From an optimization exercise on the open Yosys and OpenROAD flow, aimed at small area; shortcuts taken in it are not production practice. Function was checked by simulation only, so behaviour that the tests miss may differ from the original.

$ cat flow/run.sh
#!/bin/bash
# Standard layout with two changes: the port buffers are buf_1 cells (the
# resizer upsizes those on critical paths), and the 3-input xor/xnor cells
# are left out (two 2-input cells are smaller).
export BUFFER_PORTS_ARGS="-buffer_cell sky130_fd_sc_hd__buf_1"
bash standard.sh "DONT_USE_CELLS=sky130_fd_sc_hd__probe_p_8 sky130_fd_sc_hd__probec_p_8 sky130_fd_sc_hd__lpflow_bleeder_1 sky130_fd_sc_hd__lpflow_clkbufkapwr_1 sky130_fd_sc_hd__lpflow_clkbufkapwr_16 sky130_fd_sc_hd__lpflow_clkbufkapwr_2 sky130_fd_sc_hd__lpflow_clkbufkapwr_4 sky130_fd_sc_hd__lpflow_clkbufkapwr_8 sky130_fd_sc_hd__lpflow_clkinvkapwr_1 sky130_fd_sc_hd__lpflow_clkinvkapwr_16 sky130_fd_sc_hd__lpflow_clkinvkapwr_2 sky130_fd_sc_hd__lpflow_clkinvkapwr_4 sky130_fd_sc_hd__lpflow_clkinvkapwr_8 sky130_fd_sc_hd__lpflow_decapkapwr_12 sky130_fd_sc_hd__lpflow_decapkapwr_3 sky130_fd_sc_hd__lpflow_decapkapwr_4 sky130_fd_sc_hd__lpflow_decapkapwr_6 sky130_fd_sc_hd__lpflow_decapkapwr_8 sky130_fd_sc_hd__lpflow_inputiso0n_1 sky130_fd_sc_hd__lpflow_inputiso0p_1 sky130_fd_sc_hd__lpflow_inputiso1n_1 sky130_fd_sc_hd__lpflow_inputiso1p_1 sky130_fd_sc_hd__lpflow_inputisolatch_1 sky130_fd_sc_hd__lpflow_isobufsrc_1 sky130_fd_sc_hd__lpflow_isobufsrc_16 sky130_fd_sc_hd__lpflow_isobufsrc_2 sky130_fd_sc_hd__lpflow_isobufsrc_4 sky130_fd_sc_hd__lpflow_isobufsrc_8 sky130_fd_sc_hd__lpflow_isobufsrckapwr_16 sky130_fd_sc_hd__lpflow_lsbuf_lh_hl_isowell_tap_1 sky130_fd_sc_hd__lpflow_lsbuf_lh_hl_isowell_tap_2 sky130_fd_sc_hd__lpflow_lsbuf_lh_hl_isowell_tap_4 sky130_fd_sc_hd__lpflow_lsbuf_lh_isowell_4 sky130_fd_sc_hd__lpflow_lsbuf_lh_isowell_tap_1 sky130_fd_sc_hd__lpflow_lsbuf_lh_isowell_tap_2 sky130_fd_sc_hd__lpflow_lsbuf_lh_isowell_tap_4 sky130_fd_sc_hd__xor3_1 sky130_fd_sc_hd__xor3_2 sky130_fd_sc_hd__xor3_4 sky130_fd_sc_hd__xnor3_1 sky130_fd_sc_hd__xnor3_2 sky130_fd_sc_hd__xnor3_4" finish > standard.log 2>&1
$ cat standard.sh
#!/bin/bash
# synth_recipe.tcl (not shown) runs the flow's synth.tcl, then flattens the netlist and writes it again
# the make line also repeats each setting of config.mk as NAME=value (left out here)
make -C /OpenROAD-flow-scripts/flow DESIGN_CONFIG=/design/flow/config.mk WORK_HOME=/design/flow/orfs CLKGATE_MAP_FILE= SYNTH_SCRIPT=/design/flow/synth_recipe.tcl "${@:-finish}"
$ cat config.mk
export PLATFORM = sky130hd
export DESIGN_NAME = ecc_dec
export DESIGN_NICKNAME = ecc_dec
export VERILOG_FILES = /design/flow/design.v
export SDC_FILE = /design/flow/constraint.sdc
export NUM_CORES = 4
export LEC_CHECK = 0
export CAP_MARGIN = 20
export CORE_AREA = 2 2 348 348
export DIE_AREA = 0 0 350 350
export PLACE_DENSITY = 0.6
export SLEW_MARGIN = 20
$ cat constraint.sdc
create_clock -name core_clock -period 6.0 [get_ports {clk}]
set_input_delay 1.2000 -clock core_clock [delete_from_list [all_inputs] [get_ports {clk}]]
set_output_delay 1.2000 -clock core_clock [all_outputs]
set_load 0.01 [all_outputs]
$ cat design.v
module ecc_dec (
    input  wire         clk,
    input  wire         rst,
    input  wire         in_valid,
    input  wire [639:0] line_in,
    input  wire [45:0]  addr,
    output reg          out_valid,
    output reg  [511:0] data_out,
    output reg          err,
    output reg  [2:0]   kind,
    output reg  [3:0]   device,
    output reg  [7:0]   syn0,
    output reg  [7:0]   syn1,
    output reg  [7:0]   swmask
);
    function [7:0] xtime;
        input [7:0] b;
        xtime = {b[6:0], 1'b0} ^ (b[7] ? 8'h1D : 8'h00);
    endfunction
    wire [63:0] ad = {18'd0, addr};
    reg [63:0]  s0, s1;
    reg [7:0]   acc, u;
    reg [79:0]  z;          
    reg [7:0]   clean;
    reg [9:0]   rest_name;  
    reg [9:0]   dc_c;
    reg         mark0, mk_c;
    reg [7:0]   syn1_c;
    reg         found;
    reg [511:0] data_c;
    integer j, k;
    always @(*) begin
        for (j = 0; j < 8; j = j + 1) begin
            s0[8*j +: 8] = ad[8*j +: 8];
            acc = 8'h00;
            for (k = 9; k >= 0; k = k - 1) begin
                s0[8*j +: 8] = s0[8*j +: 8] ^ line_in[8*(10*j+k) +: 8];
                acc = xtime(acc) ^ line_in[8*(10*j+k) +: 8];
            end
            s1[8*j +: 8] = acc;
            clean[j] = ~|{s0[8*j +: 8], s1[8*j +: 8]};
            u = s0[8*j +: 8];
            for (k = 0; k < 10; k = k + 1) begin
                z[10*j+k] = ~|(s1[8*j +: 8] ^ u);
                u = xtime(u);
            end
            for (k = 0; k < 8; k = k + 1)
                data_c[8*(8*j+k) +: 8] = line_in[8*(10*j+k) +: 8];
        end
        mark0 = (s0[7:0] == 8'h00) && (s1[7:0] >= 8'd1) && (s1[7:0] <= 8'd5);
        for (k = 0; k < 10; k = k + 1) begin
            rest_name[k] = 1'b1;
            for (j = 1; j < 8; j = j + 1)
                rest_name[k] = rest_name[k] & z[10*j+k];
            dc_c[k] = rest_name[k] & (z[k] | mark0);
        end
        mk_c = mark0 && (|rest_name);
        syn1_c = 8'h00;
        found  = 1'b0;
        for (j = 0; j < 8; j = j + 1) begin
            if (!found) syn1_c = s1[8*j +: 8];
            found = found | !clean[j];
        end
    end
    reg [511:0] data_r;
    reg [63:0]  s0_r;
    reg [9:0]   dc_r;
    reg         mk_r;
    reg [7:0]   swmask_r, syn1_r;
    always @(posedge clk) begin
        if (rst) out_valid <= 1'b0;
        else     out_valid <= in_valid;
        data_r   <= data_c;
        s0_r     <= s0;
        dc_r     <= dc_c;
        mk_r     <= mk_c;
        swmask_r <= ~clean;
        syn1_r   <= syn1_c;
    end
    reg       found_r;
    reg [3:0] dev_enc;
    always @(*) begin
        for (j = 0; j < 8; j = j + 1)
            for (k = 0; k < 8; k = k + 1)
                data_out[8*(8*j+k) +: 8] = data_r[8*(8*j+k) +: 8] ^ (dc_r[k] ? s0_r[8*j +: 8] : 8'h00);
        err = |swmask_r;
        dev_enc = 4'd0;
        for (k = 0; k < 10; k = k + 1)
            if (dc_r[k]) dev_enc = dev_enc | k[3:0];
        device = (err && !mk_r) ? dev_enc : 4'd0;
        if (mk_r)                    kind = syn1_r[2:0] + 3'd1;
        else if (err && ~|dc_r)      kind = 3'd1;
        else                         kind = 3'd0;
        syn0    = 8'h00;
        found_r = 1'b0;
        for (j = 0; j < 8; j = j + 1) begin
            if (!found_r) syn0 = s0_r[8*j +: 8];
            found_r = found_r | swmask_r[j];
        end
        syn1   = syn1_r;
        swmask = swmask_r;
    end
endmodule
==> results of run 1 <==
==> worst paths after layout <==
check | start | to | slack, ns | cells after the start
worst max-delay path | swmask_r[4]$_DFF_P_ | syn0[2] | 0.50 | 12
worst min-delay path | line_in[30] | data_r[30]$_DFF_P_ | 0.68 | 1
==> sequential cells by signal, indices dropped and copies added, names as in the netlist <==
signal and count:
s0_r 64, swmask_r 8, data_r 512, out_valid 1
dc_r 10, syn1_r 8, mk_r 1
==> cell families after synthesis <==
kind of cell,synth area share
buffers and inverters,0.0208
AO/OA/AOI/OAI,0.0232
adder cells (fa/ha/maj),0.000291
XOR/XNOR,0.570
multiplexers,0.00311
flip-flops,0.281
AND/OR/NAND/NOR,0.102
==> per-layer routing <==
metal | wire length [um] | GRT usage
met1 | 89400 | 0.429
met2 | 108000 | 0.594
met3 | 16000 | 0.0586
met4 | 12900 | 0.192
met5 | 46 | 0
==> cell usage in the layout (no fill, tap or decap), types with 27 or more instances in the layout <==
cell / n
a21oi_1: 58
buf_1: 1233
buf_4: 252
clkbuf_16: 78
dfxtp_1: 596
nand2_1: 542
nand3_1: 37
nand4_1: 87
nor2_1: 76
nor3_1: 50
nor4_1: 84
o21ai_0: 27
xnor2_1: 2116
xnor2_2: 121
xor2_1: 454
==> layout make-up <==
cell class / instances / share of cell area
tap: 1600 / 0.0370
inverter: 26 / 0.00181
multi-input combinational: 3832 / 0.564
clock buffer: 98 / 0.0395
sequential: 604 / 0.224
clock inverter: 40 / 0.0106
antenna: 21 / 0.000972
timing repair buffer: 1487 / 0.121
==> through the flow <==
step	hold WS [ns]	cell area, um2	util
4_1_cts	0.626	54000	0.456
3_3_place_gp	1.35	51300	0.433
3_5_place_dp	1.35	51300	0.433
6_report	0.678	54100	0.457
2_1_floorplan	1.23	43100	-
5_1_grt	0.665	54000	0.456
==> impl_results.md, run 1 <==
- PostCTS Resize Cnt: 0
- Worst-path maximum fanout: 11
- Worst-path cell chain: nor2b_1, a22oi_1, nor2_1, a21oi_1, nor2_1, a21oi_1, nor2_1, a21oi_1, nor2_1, a21oi_1, a21oi_1, buf_1
- Core ar.: 118000 um2
- Final wirelength: 226 mm
- Pre-CTS setup slack: 0.0538 ns
- Initial Util: 0.364
- DR vias/cell: 5.00
- Final Critical Period: 5.50 ns
- DRC: 0
- Row count: 126
- H-tree levels: 3
- Fin. Hold Viols: 0
- Clock transition at path regs: 0.06 ns
- Drt pass-1 iters: 6
- Post-CTS setup buffers: 0
- Fin. max-slew vios: 0
- First-pass GRT wire length: 304 mm
- Die W: 350 um
- RSZ-0062 raised after global routing: false
- Most used flip-flop cell after synthesis: dfxtp_1
- Via count: 38600
- Die area: 123000 um2
- Area growth from synthesis to layout: 25.5%
- Fillers: 11700
- CTS Buf Count: 75
- Post-Syn Nets: 5356
- Mapped Cells: 4666
- # nets final: 6716
- Overflow after GRT: 0
- I/O Buffers: 1233
- Buf+Inv Stages, Crit Path: 1
- Post-synthesis cell type count: 68
- Worst path most repeated cell: a21oi_1
- Clock root cell: clkbuf_16
- Cells after DPL: 7549
- Setup Viol. Count Final: 0
- Most numerous cell in the Yosys netlist: xnor2_1
- Final worst-path cycle share: 0.917
- Area contributors post-synth: xnor2_1 44%, dfxtp_1 28%, xor2_1 9.3%
- DRT iter0 DRCs: 3644
- Max frequency: 0.182 GHz
- Synthesis warning total: 1
- Clock tree sinks: 604
- Detail Placement HPWL: 185 mm
- Max clock buf depth: 3
- Fraction of layout cells with a size suffix above 1: 0.0905
- Max cap viols: 0
- Area leader, netlist: xnor2_1
- Slew HR: 0.212
- CP max stage cell: dfxtp_1
- CP Capture Type: output port
- Mean Syn Cell Area: 9.23 um2
- Post-route ant nets: 0
- Avg WL per Cell: 29.3 um
- Setup CP Type: reg2out
- Die Y: 350 um
- Reg area: 12100 um2
- Yosys reg bits: 604
- CTS tree: done
- TNS Setup: 0 ns
- Mapped Area: 43100 um2
- Crit-path max cell delay: 0.86 ns
- Sequential area share after synthesis: 0.281
- Antenna violations before repair: 48
- Crit path launch type: register
- Least-Margin Pin Slew: 1.17 ns
- Pin count of the biggest net entering global routing: 46
- Synth top cells by count: 2171 x xnor2_1, 604 x dfxtp_1, 542 x nand2_1
- Post-synth EDFFs: 0
- # IOs: 1234
- Req. time, crit path: 4.80 ns
- Hold Buf Count CTS: 0
- Total GRT Usage: 0.353
- Share of flip-flops with an asynchronous set or reset: 0
- Status: timing/DRC/antenna clean
- Synth top area share: 0.442
- WP data arrival: 4.30 ns
- Top delay family on crit path: compound AO/OA/AOI/OAI gates
- Hold WC Path Type: in2reg
- RePlAce Congestion: 1.08
- Multi-input gate area: 30500 um2
- Post-Layout Cell Count: 7708
- Final worst slack: 0.496 ns
- Vias in the first global route: 38500
==> run 2, diff against run 1 <==
--- a/config.mk
+++ b/config.mk
@@ -9,2 +9,3 @@
 export CORE_AREA = 2 2 348 348
+export CTS_CLUSTER_SIZE = 30
 export DIE_AREA = 0 0 350 350
==> run 2 against run 1 <==
  * Largest cell class unchanged
  * Highest routed layer unchanged
  * Still clean on timing, DRC and antenna
  * Global-route usage unchanged
  * Worst setup slack is the same
==> impl_results.md, run 2 <==
- Top reg by flops: data_r (unchanged)
- Least-Margin Pin Slew: 1.17 ns (unchanged)
- TNS Setup: 0 ns (unchanged)
- H-tree levels: 3 (unchanged)
- Most common cell after layout, fill and taps aside: xnor2_1 (unchanged)
- DR vias/cell: 5.00 (unchanged)
- Origin of the worst setup path: swmask_r[4]$_DFF_P_ (unchanged)
- Status: timing/DRC/antenna clean (unchanged)
- Die W: 350 um (unchanged)
- Synth top cells by count: 2171 x xnor2_1, 604 x dfxtp_1, 542 x nand2_1 (unchanged)
- CP Capture Type: output port (unchanged)
- Hold WC Path Type: in2reg (unchanged)
- Area contributors post-synth: xnor2_1 44%, dfxtp_1 28%, xor2_1 9.3% (unchanged)
- Setup CP Type: reg2out (unchanged)
- Antenna violations before repair: 48 (unchanged)
- Share of flip-flops with an asynchronous set or reset: 0 (unchanged)
- Max cap viols: 0 (unchanged)
- Fin. Hold Viols: 0 (unchanged)
- Most used flip-flop cell after synthesis: dfxtp_1 (unchanged)
- Post-route cell area: 54100 um2 (unchanged)
- # IOs: 1234 (unchanged)
- Setup Viol. Count Final: 0 (unchanged)
- Post-Syn Nets: 5356 (unchanged)
- Area growth from synthesis to layout: 25.5% (unchanged)
- RePlAce Congestion: 1.08 (unchanged)
- Clock transition at path regs: 0.06 ns (about the same)
- Post-route ant nets: 0 (unchanged)
- Mapped Area: 43100 um2 (unchanged)
- Via count: 38600 (unchanged)
- I/O Buffers: 1233 (unchanged)
- Fraction of layout cells with a size suffix above 1: 0.0905 (unchanged)
- Fin. max-slew vios: 0 (unchanged)
- PostCTS Resize Cnt: 0 (unchanged)
- Final worst slack: 0.496 ns (unchanged)
- Mean Syn Cell Area: 9.23 um2 (unchanged)
- Die area: 123000 um2 (unchanged)
- Commonest cells after routing, fill and taps aside: 2116 x xnor2_1, 1233 x buf_1, 596 x dfxtp_1 (unchanged)
- RSZ-0062 raised after global routing: false (unchanged)
- Worst-path maximum fanout: 11 (unchanged)
- Yosys reg bits: 604 (unchanged)
- Final worst-path cycle share: 0.917 (unchanged)
- Synthesis warning total: 1 (unchanged)
- Post-synthesis cell type count: 68 (unchanged)
- Crit path launch type: register (unchanged)
- Area leader, netlist: xnor2_1 (unchanged)
- Avg WL per Cell: 29.3 um (unchanged)
- Vias in the first global route: 38500 (unchanged)
- Fillers: 11700 (unchanged)
- Post-synth EDFFs: 0 (unchanged)
- Mapped Cells: 4666 (unchanged)
- Layout Utilization: 0.457 (unchanged)
- Largest regs: data_r: 512 flops, s0_r: 64 flops, dc_r: 10 flops (unchanged)
- Overflow after GRT: 0 (unchanged)
- Detail Placement HPWL: 185 mm (unchanged)
- Initial Util: 0.364 (unchanged)
- Placed instance area: 51300 um2 (unchanged)
- DRT iter0 DRCs: 3644 (unchanged)
- Die Y: 350 um (unchanged)
- Pre-CTS setup slack: 0.0538 ns (unchanged)
- Drt pass-1 iters: 6 (unchanged)
- Final wirelength: 226 mm (unchanged)
- Final Critical Period: 5.50 ns (unchanged)
- Hold Startpoint: line_in[30] (unchanged)
- CTS tree: done (unchanged)
- Most numerous cell in the Yosys netlist: xnor2_1 (unchanged)
- Req. time, crit path: 4.80 ns (about the same)
- First-pass GRT wire length: 304 mm (unchanged)
- Slew HR: 0.212 (unchanged)
- Pin count of the biggest net entering global routing: 46 (unchanged)
- Max frequency: 0.182 GHz (unchanged)
- Sequential area share after synthesis: 0.281 (unchanged)
- Max clock buf depth: 3 (unchanged)
- Hold Buf Count CTS: 0 (unchanged)
- Max reg flops: 512 (unchanged)
- Synth top area share: 0.442 (unchanged)
- Core ar.: 118000 um2 (unchanged)
- WP data arrival: 4.30 ns (about the same)
- DRC: 0 (unchanged)
- Post-CTS setup buffers: 0 (unchanged)
- CTS Buf Count: 75 (unchanged)
- Clock tree sinks: 604 (unchanged)
- Row count: 126 (unchanged)
- Clock root cell: clkbuf_16 (unchanged)
- Total GRT Usage: 0.353 (unchanged)
- # nets final: 6716 (unchanged)
==> run 2: cell counts in the layout (fill, tap and decap cells not counted) <==
Identical to the previous run, type by type.
==> run 2: path summary, 6_finish.rpt <==
kind,cells past startpoint,slack (ns),endpoint
hold / removal,1,0.68,data_r[30]$_DFF_P_
setup / recovery,12,0.50,syn0[2]
==> run 2: final cells by class <==
type	count	area [um2]	share of cell area
antenna	21	52.6	0.000972
timing repair buffer	1487	6560	0.121
clock buffer	98	2140	0.0395
tap	1600	2000	0.0370
clock inverter	40	576	0.0106
multi-input combinational	3832	30500	0.564
sequential	604	12100	0.224
inverter	26	97.6	0.00181
==> run 2: kinds of logic after synthesis <==
| group | synth area share |
|---|---|
| XOR/XNOR | 0.570 |
| AND/OR/NAND/NOR | 0.102 |
| flip-flops | 0.281 |
| buffers and inverters | 0.0208 |
| AO/OA/AOI/OAI | 0.0232 |
| multiplexers | 0.00311 |
| adder cells (fa/ha/maj) | 0.000291 |
==> run 2: per-stage QoR <==
stage / hold WS, ns / instances
after floorplan: 1.23 / 4666
after detailed placement: 1.35 / 7549
final: 0.678 / 7708
after global placement: 1.35 / 7549
after CTS: 0.626 / 7687
after global routing: 0.665 / 7706
==> run 2: worst max-delay path, cell delays in order (launching register included) <==
cell	delay, ns
dfxtp_1	0.86
nor2b_1	0.30
a22oi_1	0.24
nor2_1	0.06
a21oi_1	0.31
nor2_1	0.12
a21oi_1	0.30
nor2_1	0.09
a21oi_1	0.32
nor2_1	0.07
a21oi_1	0.55
a21oi_1	0.19
buf_1	0.21
==> run 2: per-layer routing <==
metal  GRT usage  routed length, um  vias up  part of all wire
met5           0                 46        -           0.00020
met4       0.192              12900        8             0.057
met3      0.0586              16000      482             0.071
met2       0.594             108000     1972              0.48
met1       0.429              89400    18700              0.40
li1            -                  -    17400                 -
==> run 3, diff against run 2 <==
--- a/config.mk
+++ b/config.mk
@@ -9,5 +9,6 @@
 export CORE_AREA = 2 2 348 348
-export CTS_CLUSTER_SIZE = 30
 export DIE_AREA = 0 0 350 350
+export GPL_TIMING_DRIVEN = 0
 export PLACE_DENSITY = 0.6
+export SETUP_SLACK_MARGIN = 0.3
 export SLEW_MARGIN = 20
==> run 3 against run 2 <==
  * Now fails the layout checks on negative setup slack
  * Area after synthesis is the same
  * Final cell count shrank 0.31%
  * Cell area shrank 1.2%
  * Core utilization shrank 0.56 points
  * Flip-flop and latch count is the same
  * First-iteration DRC count grew 2.2%
  * Critical endpoint is now mk_r$_DFF_P_
  * Largest cell class unchanged
==> impl_results.md, run 3 <==
- Status: complete, but fails checks (was timing/DRC/antenna clean)
- Violated Checks: negative setup slack
- Worst path most repeated cell: xnor2_1 (was a21oi_1)
- CP Capture Type: register (was output port)
- Overflow after GRT: 0 (unchanged)
- Slew HR: 0.185 (was 0.212)
- Post-Syn Nets: 5356 (unchanged)
- Max reg flops: 512 (unchanged)
- Yosys reg bits: 604 (unchanged)
- Fraction of layout cells with a size suffix above 1: 0.0578 (was 0.0905)
- Mapped Cells: 4666 (unchanged)
- Most used flip-flop cell after synthesis: dfxtp_1 (unchanged)
- Clock transition at path regs: 0.06 ns (about the same)
- Mapped Area: 43100 um2 (unchanged)
- Crit-path max cell delay: 0.64 ns (was 0.86 ns)
- Pre-CTS setup slack: -1.60 ns (was 0.0538 ns)
- RePlAce Congestion: 1.05 (was 1.08)
- Die Y: 350 um (unchanged)
- Cells after DPL: 7517 (was 7549)
- Post-route cell area: 53400 um2 (was 54100 um2)
- Final Critical Period: 6.04 ns (was 5.50 ns)
- Drt pass-1 iters: 6 (unchanged)
- # IOs: 1234 (unchanged)
- Worst-path maximum fanout: 10 (was 11)
- Core ar.: 118000 um2 (unchanged)
- Max frequency: 0.166 GHz (was 0.182 GHz)
- Clock tree sinks: 604 (unchanged)
- Most numerous cell in the Yosys netlist: xnor2_1 (unchanged)
- Setup CP Type: in2reg (was reg2out)
- Top reg by flops: data_r (unchanged)
- DRC: 0 (unchanged)
- DR vias/cell: 5.07 (was 5.00)
- Post-synth EDFFs: 0 (unchanged)
- Synthesis warning total: 1 (unchanged)
- Via count: 38900 (was 38600)
- Detail Placement HPWL: 188 mm (was 185 mm)
- Final worst slack: -0.0406 ns (was 0.496 ns)
- Die W: 350 um (unchanged)
- Fin. Hold Viols: 0 (unchanged)
- CTS tree: done (unchanged)
- Initial Util: 0.364 (unchanged)
- First-pass GRT wire length: 303 mm (was 304 mm)
- Setup Viol. Count Final: 1 (was 0)
- Post-synthesis cell type count: 68 (unchanged)
- Sequential area share after synthesis: 0.281 (unchanged)
- Max cap viols: 0 (unchanged)
- Mean Syn Cell Area: 9.23 um2 (unchanged)
- Req. time, crit path: 6.52 ns (was 4.80 ns)
- H-tree levels: 3 (unchanged)
- Hold WC Path Type: in2reg (unchanged)
- Share of flip-flops with an asynchronous set or reset: 0 (unchanged)
- Avg WL per Cell: 29.6 um (was 29.3 um)
- Most common cell after layout, fill and taps aside: xnor2_1 (unchanged)
- WP data arrival: 6.56 ns (was 4.30 ns)
- Final wirelength: 228 mm (was 226 mm)
- Commonest cells after routing, fill and taps aside: 2134 x xnor2_1, 1293 x buf_1, 604 x dfxtp_1 (was 2116 x xnor2_1, 1233 x buf_1, 596 x dfxtp_1)
- Synth top area share: 0.442 (unchanged)
- Row count: 126 (unchanged)
- Clock root cell: clkbuf_16 (unchanged)
- Crit path launch type: input pin (was register)
- RSZ-0062 raised after global routing: true (was false)
- Post-Layout Cell Count: 7684 (was 7708)
- # nets final: 6691 (was 6716)
- Antenna violations before repair: 60 (was 48)
- Area contributors post-synth: xnor2_1 44%, dfxtp_1 28%, xor2_1 9.3% (unchanged)
- Largest regs: data_r: 512 flops, s0_r: 64 flops, dc_r: 10 flops (unchanged)
- Die area: 123000 um2 (unchanged)
- Layout Utilization: 0.451 (was 0.457)
- Synth top cells by count: 2171 x xnor2_1, 604 x dfxtp_1, 542 x nand2_1 (unchanged)
- Placed instance area: 50300 um2 (was 51300 um2)
- Total GRT Usage: 0.356 (was 0.353)
- Min Hold Slack: 0.670 ns (was 0.678 ns)
- Fin. max-slew vios: 0 (unchanged)
- Pin count of the biggest net entering global routing: 13 (was 46)
- Area growth from synthesis to layout: 24.0% (was 25.5%)
- Post-route ant nets: 0 (unchanged)
- Hold Buf Count CTS: 0 (unchanged)
- Worst-path cell chain: buf_1, xor2_1, xnor2_1, xnor2_1, xnor2_1, xnor2_1, xnor2_2, clkdlybuf4s15_2, xnor2_1, nor4_1, nand3_1, nor4_2, nand4_1, nor4_2, nor3_1, a41oi_1 (was nor2b_1, a22oi_1, nor2_1, a21oi_1, nor2_1, a21oi_1, nor2_1, a21oi_1, nor2_1, a21oi_1, a21oi_1, buf_1)
- Vias in the first global route: 38000 (was 38500)
- Max clock buf depth: 3 (unchanged)
- CTS Buf Count: 77 (was 75)
- Least-Margin Pin Slew: 1.22 ns (was 1.17 ns)
- I/O Buffers: 1231 (was 1233)
- CP max stage cell: clkdlybuf4s15_2 (was dfxtp_1)
- DRT iter0 DRCs: 3724 (was 3644)
- Area leader, netlist: xnor2_1 (unchanged)
- Final worst-path cycle share: 1.01 (was 0.917)
run 3: cells by family (layout without fill, tap and decap cells):
| kind of cell | count (synthesis) | count (layout) | share of synthesized area |
|---|---|---|---|
| xor+xnor | 2713 | 2713 | 0.570 |
| mux | 13 | 13 | 0.00311 |
| simple gates | 948 | 948 | 0.102 |
| fa+ha+maj | 1 | 1 | 0.000291 |
| compound gates | 157 | 157 | 0.0232 |
| buf+inv | 230 | 1621 | 0.0208 |
| other cells | 0 | 27 | 0 |
| flops | 604 | 604 | 0.281 |
run 3: stage by stage:
stage	setup TNS (ns)
finish	-0.0406
global route	0
CTS	0
detailed placement	-10.80
floorplan	0
global placement	-16.19
run 3: layout make-up:
cell class | instances | area [um2]
plain buffers | 204 | 853
well taps | 1600 | 2000
inverters | 26 | 97.6
diodes | 27 | 67.6
repair buffers | 1256 | 5050
clock inverters | 26 | 394
flip-flops and latches | 604 | 12100
fillers | 12100 | 65000
multi-input cells | 3832 | 30600
clock buffers | 109 | 2210
run 3: worst max-delay path: cells and delay by family:
family / cells / cell delay [ns]
compound gates: 1 / 0.41
xor+xnor: 7 / 1.88
buf+inv: 2 / 0.86
simple gates: 6 / 2.19
run 3: final timing paths:
check,start,end,depth (start not counted)
setup / recovery,line_in[619],mk_r$_DFF_P_,16
hold / removal,line_in[103],data_r[87]$_DFF_P_,1
run 3: metal layers:
metal / wire (um) / GRT usage / vias up
met4: 13200 / 0.193 / 12
met2: 106000 / 0.585 / 2118
met5: 75 / 0 / -
li1: - / - / 17400
met1: 88700 / 0.432 / 18900
met3: 19700 / 0.0790 / 500
run 3: timing repair:
item,in CTS,in global routing
setup buffers,0,4
gates resized for setup,42,23
setup endpoints to repair,12,13
pin swaps,1,1
==> run 4, diff against run 3 <==
--- a/flow/run.sh
+++ b/flow/run.sh
@@ -5,2 +5,3 @@
 export BUFFER_PORTS_ARGS="-buffer_cell sky130_fd_sc_hd__buf_1"
+export PLACE_PINS_ARGS="-min_distance 1 -min_distance_in_tracks"
 bash standard.sh "DONT_USE_CELLS=sky130_fd_sc_hd__probe_p_8 sky130_fd_sc_hd__probec_p_8 sky130_fd_sc_hd__lpflow_bleeder_1 sky130_fd_sc_hd__lpflow_clkbufkapwr_1 sky130_fd_sc_hd__lpflow_clkbufkapwr_16 sky130_fd_sc_hd__lpflow_clkbufkapwr_2 sky130_fd_sc_hd__lpflow_clkbufkapwr_4 sky130_fd_sc_hd__lpflow_clkbufkapwr_8 sky130_fd_sc_hd__lpflow_clkinvkapwr_1 sky130_fd_sc_hd__lpflow_clkinvkapwr_16 sky130_fd_sc_hd__lpflow_clkinvkapwr_2 sky130_fd_sc_hd__lpflow_clkinvkapwr_4 sky130_fd_sc_hd__lpflow_clkinvkapwr_8 sky130_fd_sc_hd__lpflow_decapkapwr_12 sky130_fd_sc_hd__lpflow_decapkapwr_3 sky130_fd_sc_hd__lpflow_decapkapwr_4 sky130_fd_sc_hd__lpflow_decapkapwr_6 sky130_fd_sc_hd__lpflow_decapkapwr_8 sky130_fd_sc_hd__lpflow_inputiso0n_1 sky130_fd_sc_hd__lpflow_inputiso0p_1 sky130_fd_sc_hd__lpflow_inputiso1n_1 sky130_fd_sc_hd__lpflow_inputiso1p_1 sky130_fd_sc_hd__lpflow_inputisolatch_1 sky130_fd_sc_hd__lpflow_isobufsrc_1 sky130_fd_sc_hd__lpflow_isobufsrc_16 sky130_fd_sc_hd__lpflow_isobufsrc_2 sky130_fd_sc_hd__lpflow_isobufsrc_4 sky130_fd_sc_hd__lpflow_isobufsrc_8 sky130_fd_sc_hd__lpflow_isobufsrckapwr_16 sky130_fd_sc_hd__lpflow_lsbuf_lh_hl_isowell_tap_1 sky130_fd_sc_hd__lpflow_lsbuf_lh_hl_isowell_tap_2 sky130_fd_sc_hd__lpflow_lsbuf_lh_hl_isowell_tap_4 sky130_fd_sc_hd__lpflow_lsbuf_lh_isowell_4 sky130_fd_sc_hd__lpflow_lsbuf_lh_isowell_tap_1 sky130_fd_sc_hd__lpflow_lsbuf_lh_isowell_tap_2 sky130_fd_sc_hd__lpflow_lsbuf_lh_isowell_tap_4 sky130_fd_sc_hd__xor3_1 sky130_fd_sc_hd__xor3_2 sky130_fd_sc_hd__xor3_4 sky130_fd_sc_hd__xnor3_1 sky130_fd_sc_hd__xnor3_2 sky130_fd_sc_hd__xnor3_4" finish > standard.log 2>&1
--- a/config.mk
+++ b/config.mk
@@ -8,7 +8,5 @@
 export CAP_MARGIN = 20
-export CORE_AREA = 2 2 348 348
-export DIE_AREA = 0 0 350 350
-export GPL_TIMING_DRIVEN = 0
-export PLACE_DENSITY = 0.6
-export SETUP_SLACK_MARGIN = 0.3
+export CORE_AREA = 2 2 288 288
+export DIE_AREA = 0 0 290 290
+export PLACE_DENSITY = 0.7
 export SLEW_MARGIN = 20
==> run 4 against run 3 <==
  * The run now finishes clean
  * Synthesized cell count is the same
  * Final cell count is 7.3% lower
  * Flip-flop and latch count stayed put
  * Via count up 2.4%
  * Non-clock buffer count rose by 14
  * Worst setup slack better by 0.79 ns
  * Cell area is 1.3% lower
  * Worst hold slack better by 0.018 ns
  * Count of clock-buffer cells in the layout decreased by 10
==> impl_results.md, run 4 <==
- Cells after DPL: 6995 (was 7517)
- WL met1: 73.6 mm (was 88.7 mm)
- H-tree levels: 3 (unchanged)
- Clock root cell: clkbuf_16 (unchanged)
- CTS Buf Count: 69 (was 77)
- Avg WL per Cell: 27.6 um (was 29.6 um)
- Hold Buf Count CTS: 0 (unchanged)
- RSZ-0062 raised after global routing: false (was true)
- Hold WC Path Type: in2reg (unchanged)
- Min Hold Slack: 0.688 ns (was 0.670 ns)
- Die area: 84100 um2 (was 123000 um2)
- CTS tree: done (unchanged)
- # nets final: 6697 (was 6691)
- Post-synth EDFFs: 0 (unchanged)
- Pin count of the biggest net entering global routing: 63 (was 13)
- Post-route ant nets: 0 (unchanged)
- Total GRT Usage: 0.451 (was 0.356)
- Area leader, netlist: xnor2_1 (unchanged)
- Final wirelength: 197 mm (was 228 mm)
- DR vias/cell: 5.60 (was 5.07)
- Clock tree sinks: 604 (unchanged)
- Setup CP Type: reg2out (was in2reg)
- Max reg flops: 512 (unchanged)
- Core ar.: 80800 um2 (was 118000 um2)
- Fraction of layout cells with a size suffix above 1: 0.0813 (was 0.0578)
- Post-Layout Cell Count: 7120 (was 7684)
- Share of flip-flops with an asynchronous set or reset: 0 (unchanged)
- # IOs: 1234 (unchanged)
- Max cap viols: 0 (unchanged)
- Hold Startpoint: rst (was line_in[103])
- Sequential area share after synthesis: 0.281 (unchanged)
- Post-synthesis cell type count: 68 (unchanged)
- Synth top cells by count: 2171 x xnor2_1, 604 x dfxtp_1, 542 x nand2_1 (unchanged)
- Fin. max-slew vios: 0 (unchanged)
- TNS Setup: 0 ns (was -0.0406 ns)
- Row count: 104 (was 126)
- PostCTS Resize Cnt: 0 (was 42)
- Final Critical Period: 5.25 ns (was 6.04 ns)
- Crit path launch type: register (was input pin)
- Most used flip-flop cell after synthesis: dfxtp_1 (unchanged)
- Die Y: 290 um (was 350 um)
- Setup Viol. Count Final: 0 (was 1)
- Req. time, crit path: 4.80 ns (was 6.52 ns)
- WP data arrival: 4.05 ns (was 6.56 ns)
- Least-Margin Pin Slew: 1.21 ns (was 1.22 ns)
- Post-Syn Nets: 5356 (unchanged)
- RePlAce Congestion: 1.07 (was 1.05)
- Yosys reg bits: 604 (unchanged)
- Max frequency: 0.190 GHz (was 0.166 GHz)
- First-pass GRT wire length: 279 mm (was 303 mm)
- DRC: 0 (unchanged)
- Antenna violations before repair: 10 (was 60)
- Most common cell after layout, fill and taps aside: xnor2_1 (unchanged)
- Drt pass-1 iters: 8 (was 6)
- Fin. Hold Viols: 0 (unchanged)
- Commonest cells after routing, fill and taps aside: 2135 x xnor2_1, 1233 x buf_1, 596 x dfxtp_1 (was 2134 x xnor2_1, 1293 x buf_1, 604 x dfxtp_1)
- Most numerous cell in the Yosys netlist: xnor2_1 (unchanged)
- Max clock buf depth: 3 (unchanged)
- Detail Placement HPWL: 155 mm (was 188 mm)
- Area growth from synthesis to layout: 22.4% (was 24.0%)
- Mapped Area: 43100 um2 (unchanged)
- Largest regs: data_r: 512 flops, s0_r: 64 flops, dc_r: 10 flops (unchanged)
- Top reg by flops: data_r (unchanged)
- Clock transition at path regs: 0.06 ns (about the same)
- Final worst-path cycle share: 0.876 (was 1.01)
- Vias in the first global route: 40900 (was 38000)
- Pre-CTS setup slack: 0.301 ns (was -1.60 ns)
- Met3 wire len: 23.5 mm (was 19.7 mm)
- Post-CTS setup buffers: 0 (unchanged)
- Synthesis warning total: 1 (unchanged)
- Initial Util: 0.533 (was 0.364)
- Origin of the worst setup path: swmask_r[4]$_DFF_P_ (was line_in[619])
- Mean Syn Cell Area: 9.23 um2 (unchanged)
- DRT iter0 DRCs: 3769 (was 3724)
- Final worst slack: 0.745 ns (was -0.0406 ns)
- CP Capture Type: output port (was register)
- Worst-path maximum fanout: 12 (was 10)
- Die W: 290 um (was 350 um)
- Top Metal Used: met5 (unchanged)
- Met2 Wirelength: 85.2 mm (was 106 mm)
- Mapped Cells: 4666 (unchanged)
- Area contributors post-synth: xnor2_1 44%, dfxtp_1 28%, xor2_1 9.3% (unchanged)
- Status: timing/DRC/antenna clean (was complete, but fails checks)
- Synth top area share: 0.442 (unchanged)
- Slew HR: 0.185 (about the same)
- Fillers: 6814 (was 12100)
- Via count: 39800 (was 38900)
- Overflow after GRT: 0 (unchanged)
- I/O Buffers: 1233 (was 1231)
-- run 4: cell counts after synthesis --
No cell type changed its count.
-- run 4: per-stage QoR --
stage | area (um2) | utilization
after floorplan | 43100 | -
after global placement | 50300 | 0.623
after detailed placement | 50300 | 0.623
after CTS | 52700 | 0.652
after global routing | 52700 | 0.652
final | 52700 | 0.652
-- run 4: cell type report --
type                            count  area (um2)  share of cell area
Clock inverter                     20         330             0.00627
Inverter                           26        97.6             0.00185
Clock buffer                       99        1990              0.0377
Multi-Input combinational cell   3832       30300               0.576
Tap cell                         1060        1330              0.0252
Sequential cell                   604       12100               0.230
Timing Repair Buffer             1474        6480               0.123
Antenna cell                        5        12.5            0.000237
-- run 4: routing by layer --
metal  GRT usage  vias to the layer above
met1       0.536                    18900
met2       0.698                     2824
li1            -                    17300
met4       0.285                       18
met5     0.00113                        -
met3       0.151                      788
-- run 4: cells by family (layout without fill, tap and decap cells) --
| family | Yosys count | after routing | share of synthesized area |
|---|---|---|---|
| other | 0 | 5 | 0 |
| AOI/OAI and AO/OA | 157 | 157 | 0.0232 |
| and+or+nand+nor | 948 | 948 | 0.102 |
| xor gates and xnor gates | 2713 | 2713 | 0.570 |
| buffers and inverters | 230 | 1619 | 0.0208 |
| DFF | 604 | 604 | 0.281 |
| muxes | 13 | 13 | 0.00311 |
| adders and majority gates | 1 | 1 | 0.000291 |
-- run 4: worst paths after layout --
path | to | slack (ns) | cells after the start
worst min-delay path | out_valid$_SDFF_PP0_ | 0.69 | 2
worst max-delay path | syn0[2] | 0.75 | 12
-- run 4: critical path, cell delays in order, from the launching register on --
cell,delay [ns]
dfxtp_1,0.73
nor2b_1,0.30
a22oi_1,0.33
nor2_1,0.08
a21oi_1,0.14
nor2_1,0.06
a21oi_1,0.13
nor2_1,0.05
a21oi_1,0.66
nor2_1,0.09
a21oi_1,0.48
a21oi_1,0.15
buf_1,0.20
==> run 5, diff against run 4 <==
--- a/config.mk
+++ b/config.mk
@@ -9,2 +9,4 @@
 export CORE_AREA = 2 2 288 288
+export CTS_CLUSTER_DIAMETER = 150
+export CTS_CLUSTER_SIZE = 25
 export DIE_AREA = 0 0 290 290
==> run 5 against run 4 <==
  * Sequential share of layout area is 0.72 points higher
  * Highest routed layer unchanged
  * Worst hold slack got worse by 0.017 ns
  * Routed wire length is 1.4% lower
  * Fmax shrank 0.74%
  * Critical path type unchanged
==> impl_results.md, run 5 <==
- Status: timing/DRC/antenna clean (unchanged)
- Sequential area share after synthesis: 0.281 (unchanged)
- Hold Buf Count CTS: 0 (unchanged)
- Max frequency: 0.189 GHz (was 0.190 GHz)
- Synth Area in Adders: 0.000291 (unchanged)
- WP data arrival: 4.09 ns (was 4.05 ns)
- Drt pass-1 iters: 5 (was 8)
- TNS Setup: 0 ns (unchanged)
- Max clock buf depth: 3 (unchanged)
- RePlAce Congestion: 1.07 (unchanged)
- Worst path most repeated cell: a21oi_1 (unchanged)
- Synthesis warning total: 1 (unchanged)
- Max reg flops: 512 (unchanged)
- Most used flip-flop cell after synthesis: dfxtp_1 (unchanged)
- Clock root cell: clkbuf_16 (unchanged)
- Mean Syn Cell Area: 9.23 um2 (unchanged)
- Slew HR: 0.170 (was 0.185)
- CP max stage cell: dfxtp_1 (unchanged)
- Row count: 104 (unchanged)
- Area contributors post-synth: xnor2_1 44%, dfxtp_1 28%, xor2_1 9.3% (unchanged)
- Setup CP Type: reg2out (unchanged)
- Worst-path cell chain: nor2b_1, a22oi_1, nor2_1, a21oi_1, nor2_1, a21oi_1, nor2_1, a21oi_1, nor2_1, a21oi_1, a21oi_1, buf_1 (unchanged)
- Antenna violations before repair: 10 (unchanged)
- First-pass GRT wire length: 274 mm (was 279 mm)
- Cells after DPL: 6995 (unchanged)
- H-tree levels: 1 (was 3)
- Detail Placement HPWL: 155 mm (unchanged)
- Fraction of layout cells with a size suffix above 1: 0.0701 (was 0.0813)
- Largest regs: data_r: 512 flops, s0_r: 64 flops, dc_r: 10 flops (unchanged)
- Most common cell after layout, fill and taps aside: xnor2_1 (unchanged)
- Core ar.: 80800 um2 (unchanged)
- Simple-Gate Fraction of Synth Area: 0.102 (unchanged)
- Crit path launch type: register (unchanged)
- DRC: 0 (unchanged)
- Fin. max-slew vios: 0 (unchanged)
- Pre-CTS setup slack: 0.301 ns (unchanged)
- Commonest cells after routing, fill and taps aside: 2134 x xnor2_1, 1233 x buf_1, 596 x dfxtp_1 (was 2135 x xnor2_1, 1233 x buf_1, 596 x dfxtp_1)
- Final Critical Period: 5.29 ns (was 5.25 ns)
- PostCTS Resize Cnt: 0 (unchanged)
- Mapped Area: 43100 um2 (unchanged)
- Die Y: 290 um (unchanged)
- Clock tree sinks: 604 (unchanged)
- Mux share of post-synthesis cell area: 0.00311 (unchanged)
- Max cap viols: 0 (unchanged)
- Hold WC Path Type: in2reg (unchanged)
- Mapped Cells: 4666 (unchanged)
- CTS Buf Count: 28 (was 69)
- Final wirelength: 194 mm (was 197 mm)
- DR vias/cell: 5.59 (was 5.60)
- Synth top cells by count: 2171 x xnor2_1, 604 x dfxtp_1, 542 x nand2_1 (unchanged)
- Post-synth EDFFs: 0 (unchanged)
- Least-Margin Pin Slew: 1.25 ns (was 1.21 ns)
- Clock transition at path regs: 0.12 ns (was 0.06 ns)
- CP Capture Type: output port (unchanged)
- DRT iter0 DRCs: 3784 (was 3769)
- Total GRT Usage: 0.442 (was 0.451)
- Overflow after GRT: 0 (unchanged)
- Worst-path maximum fanout: 11 (was 12)
- Top reg by flops: data_r (unchanged)
- Crit-path max cell delay: 0.80 ns (was 0.73 ns)
- Origin of the worst setup path: swmask_r[4]$_DFF_P_ (unchanged)
- Share of flip-flops with an asynchronous set or reset: 0 (unchanged)
- Via count: 39300 (was 39800)
- Die area: 84100 um2 (unchanged)
- Post-CTS setup buffers: 0 (unchanged)
- Area growth from synthesis to layout: 18.7% (was 22.4%)
- Complex-gate fraction of the synthesized area: 0.0232 (unchanged)
- Most numerous cell in the Yosys netlist: xnor2_1 (unchanged)
- Setup Viol. Count Final: 0 (unchanged)
- Critical Path End: syn0[3] (was syn0[2])
- Post-Layout Cell Count: 7029 (was 7120)
- Post-synthesis cell type count: 68 (unchanged)
- # IOs: 1234 (unchanged)
- Initial Util: 0.533 (unchanged)
- Final worst-path cycle share: 0.882 (was 0.876)
- Area leader, netlist: xnor2_1 (unchanged)
- Post-route ant nets: 0 (unchanged)
- Synth Area in XOR/XNOR: 0.570 (unchanged)
- # nets final: 6655 (was 6697)
- Yosys reg bits: 604 (unchanged)
- Vias in the first global route: 39900 (was 40900)
- Post-Syn Nets: 5356 (unchanged)
- Avg WL per Cell: 27.6 um (about the same)
- Req. time, crit path: 4.80 ns (about the same)
- Synth top area share: 0.442 (unchanged)
- Pin count of the biggest net entering global routing: 63 (unchanged)
- Final worst slack: 0.706 ns (was 0.745 ns)
- Die W: 290 um (unchanged)
- RSZ-0062 raised after global routing: false (unchanged)
- Largest family of logic cells by synthesized area: XOR/XNOR gates (unchanged)
- Min Hold Slack: 0.671 ns (was 0.688 ns)
- Fin. Hold Viols: 0 (unchanged)
- I/O Buffers: 1233 (unchanged)
- CTS tree: done (unchanged)
## run 5: worst min-delay path by stage
| stage | from | to | slack (ns) | cells after the start |
|---|---|---|---|---|
| final | line_in[95] | data_r[79]$_DFF_P_ | 0.67 | 1 |
| after global routing | line_in[110] | data_r[94]$_DFF_P_ | 0.66 | 1 |
| after CTS | line_in[95] | data_r[79]$_DFF_P_ | 0.65 | 1 |
| after detailed placement | line_in[95] | data_r[79]$_DFF_P_ | 1.35 | 1 |
| after global placement | line_in[30] | data_r[30]$_DFF_P_ | 1.35 | 1 |
| after floorplan | line_in[0] | data_r[0]$_DFF_P_ | 1.23 | 0 |
## run 5: per-layer routing
metal,wire length (um),share of wire,global-route usage,up-vias
li1,-,-,-,17200
met1,74300,0.38,0.537,18700
met5,66,0.00034,0,-
met3,21600,0.11,0.134,690
met4,13200,0.068,0.254,10
met2,84700,0.44,0.695,2612
## run 5: area by class of cell
class | count | area (um2)
clock buffers | 30 | 708
multi-input cells | 3832 | 30400
inverters | 26 | 97.6
flip-flops and latches | 604 | 12100
diodes | 2 | 5.00
repair buffers | 1473 | 6450
well taps | 1060 | 1330
fillers | 7006 | 29700
clock inverters | 2 | 46.3
## run 5: worst max-delay path, delay by kind of cell (launching register included)
| family | cells | cell delay (ns) |
|---|---|---|
| AOI/OAI and AO/OA | 6 | 1.83 |
| buffers and inverters | 1 | 0.19 |
| DFF | 1 | 0.80 |
| and+or+nand+nor | 5 | 0.58 |
## run 5: kinds of logic after synthesis
kind of cell / Yosys count
muxes: 13
xor gates and xnor gates: 2713
DFF: 604
buffers and inverters: 230
adders and majority gates: 1
and+or+nand+nor: 948
AOI/OAI and AO/OA: 157
## run 5: stage by stage
stage / utilization / instance area [um2]
5_1_grt: 0.632 / 51100
2_1_floorplan: - / 43100
3_3_place_gp: 0.623 / 50300
4_1_cts: 0.632 / 51100
3_5_place_dp: 0.623 / 50300
6_report: 0.633 / 51100
==> run 6, diff against run 5 <==
--- a/config.mk
+++ b/config.mk
@@ -8,7 +8,5 @@
 export CAP_MARGIN = 20
-export CORE_AREA = 2 2 288 288
-export CTS_CLUSTER_DIAMETER = 150
-export CTS_CLUSTER_SIZE = 25
-export DIE_AREA = 0 0 290 290
-export PLACE_DENSITY = 0.7
+export CORE_AREA = 2 2 258 258
+export DIE_AREA = 0 0 260 260
+export PLACE_DENSITY = 0.8
 export SLEW_MARGIN = 20
==> run 6 against run 5 <==
  * The run now fails in 5_1_grt
  * Area after synthesis unchanged
  * Synthesized cell count stayed put
==> impl_results.md, run 6 <==
- First-pass GRT wire length: 303 mm
- Post-CTS setup buffers: 0 (unchanged)
- Initial Util: 0.667 (was 0.533)
- Die W: 260 um (was 290 um)
- Tool error: [ERROR GRT-0116] Global routing finished with congestion. Check the congestion regions in the DRC Viewer.
- Synthesis warning total: 1 (unchanged)
- Placed instance area: 49800 um2 (was 50300 um2)
- Hold Buf Count CTS: 0 (unchanged)
- RePlAce Congestion: 1.20 (was 1.07)
- Row count: 93 (was 104)
- Yosys reg bits: 604 (unchanged)
- Mapped Area: 43100 um2 (unchanged)
- Area contributors post-synth: xnor2_1 44%, dfxtp_1 28%, xor2_1 9.3% (unchanged)
- Mean Syn Cell Area: 9.23 um2 (unchanged)
- Detail Placement HPWL: 149 mm (was 155 mm)
- Last stage: 5_1_grt
- Pin count of the biggest net entering global routing: 67
- Post-Syn Nets: 5356 (unchanged)
- I/O Buffers: 1233 (unchanged)
- Area leader, netlist: xnor2_1 (unchanged)
- Post-synthesis cell type count: 68 (unchanged)
- PostCTS Resize Cnt: 0 (unchanged)
- Mapped Cells: 4666 (unchanged)
- Most numerous cell in the Yosys netlist: xnor2_1 (unchanged)
- Clock root cell: clkbuf_16 (unchanged)
- Max clock buf depth: 3 (unchanged)
- Share of flip-flops with an asynchronous set or reset: 0 (unchanged)
- Most used flip-flop cell after synthesis: dfxtp_1 (unchanged)
- Overflow after GRT: 7
- Die Y: 260 um (was 290 um)
- Synth top area share: 0.442 (unchanged)
- Total GRT Usage: 0.618
- Sequential area share after synthesis: 0.281 (unchanged)
- Clock tree sinks: 604 (unchanged)
- Vias in the first global route: 46400
- Synth top cells by count: 2171 x xnor2_1, 604 x dfxtp_1, 542 x nand2_1 (unchanged)
- H-tree levels: 3 (was 1)
- Status: aborted with a tool error (was timing/DRC/antenna clean)
- Post-synth EDFFs: 0 (unchanged)
- # IOs: 1234 (unchanged)
- CTS Buf Count: 67 (was 28)
[run 6: routing by layer]
| metal | GRT usage | overflow |
|---|---|---|
| met5 | 0.0506 | 0 |
| met2 | 0.861 | 1 |
| met4 | 0.562 | 3 |
| met3 | 0.374 | 3 |
| met1 | 0.641 | 0 |
[run 6: cell families after synthesis]
family          after synthesis  synth area share
simple gates                948             0.102
mux                          13           0.00311
xor+xnor                   2713             0.570
flops                       604             0.281
fa+ha+maj                     1          0.000291
buf+inv                     230            0.0208
compound gates              157            0.0232
[run 6: how the worst max path moves through the flow]
stage / to / start / cells after the start
3_5_place_dp: mk_r$_DFF_P_ / line_in[519] / 14
2_1_floorplan: syn1_r[6]$_DFF_P_ / line_in[79] / 17
3_3_place_gp: mk_r$_DFF_P_ / line_in[519] / 14
4_1_cts: mk_r$_DFF_P_ / line_in[391] / 14
[run 6: stage by stage]
step	std cells	setup WS (ns)
after global placement	6764	0.0618
after detailed placement	6764	-0.0320
after floorplan	4666	1.33
after CTS	6885	0.472

==> port drivers added, routing unchanged <==
The flow's constraints put no driver on any port. The routed layouts listed below were extracted and timed again, unchanged, in two steps.
Step 1 sets driving cells, clkbuf_16 on the clock port and buf_2 on the other inputs (assumed; they add their load-dependent delay and slew).
Step 2 also shifts input and output timing later by t, the mid clock arrival at the registers, as if the neighbouring blocks saw the same clock.
Three values: ideal ports, drivers, drivers and shift; two values: the first two.
| run | t, ns | slack for setup (ns) | worst hold slack (ns) | pins driven straight from the clock port |
|---|---|---|---|---|
| run 1 | 0.751 | 0.496 / 0.414 / -0.116 | 0.678 / 0.619 / 1.370 | 1 |
| run 2 | 0.751 | 0.496 / 0.414 / -0.116 | 0.678 / 0.619 / 1.370 | 1 |
| run 3 | 0.741 | -0.041 / -0.016 / -0.757 | 0.670 / 0.626 / 1.367 | 1 |
| run 4 | 0.713 | 0.745 / 0.671 / 0.085 | 0.688 / 0.638 / 1.351 | 1 |
| run 5 | 0.721 | 0.706 / 0.635 / 0.044 | 0.671 / 0.628 / 1.349 | 1 |
Met with ideal ports but missed after step 2: setup timing in run 1 and run 2. The setup slack of run 3, which loses most, moves by +0.025 ns with the drivers and by -0.716 ns with both steps.
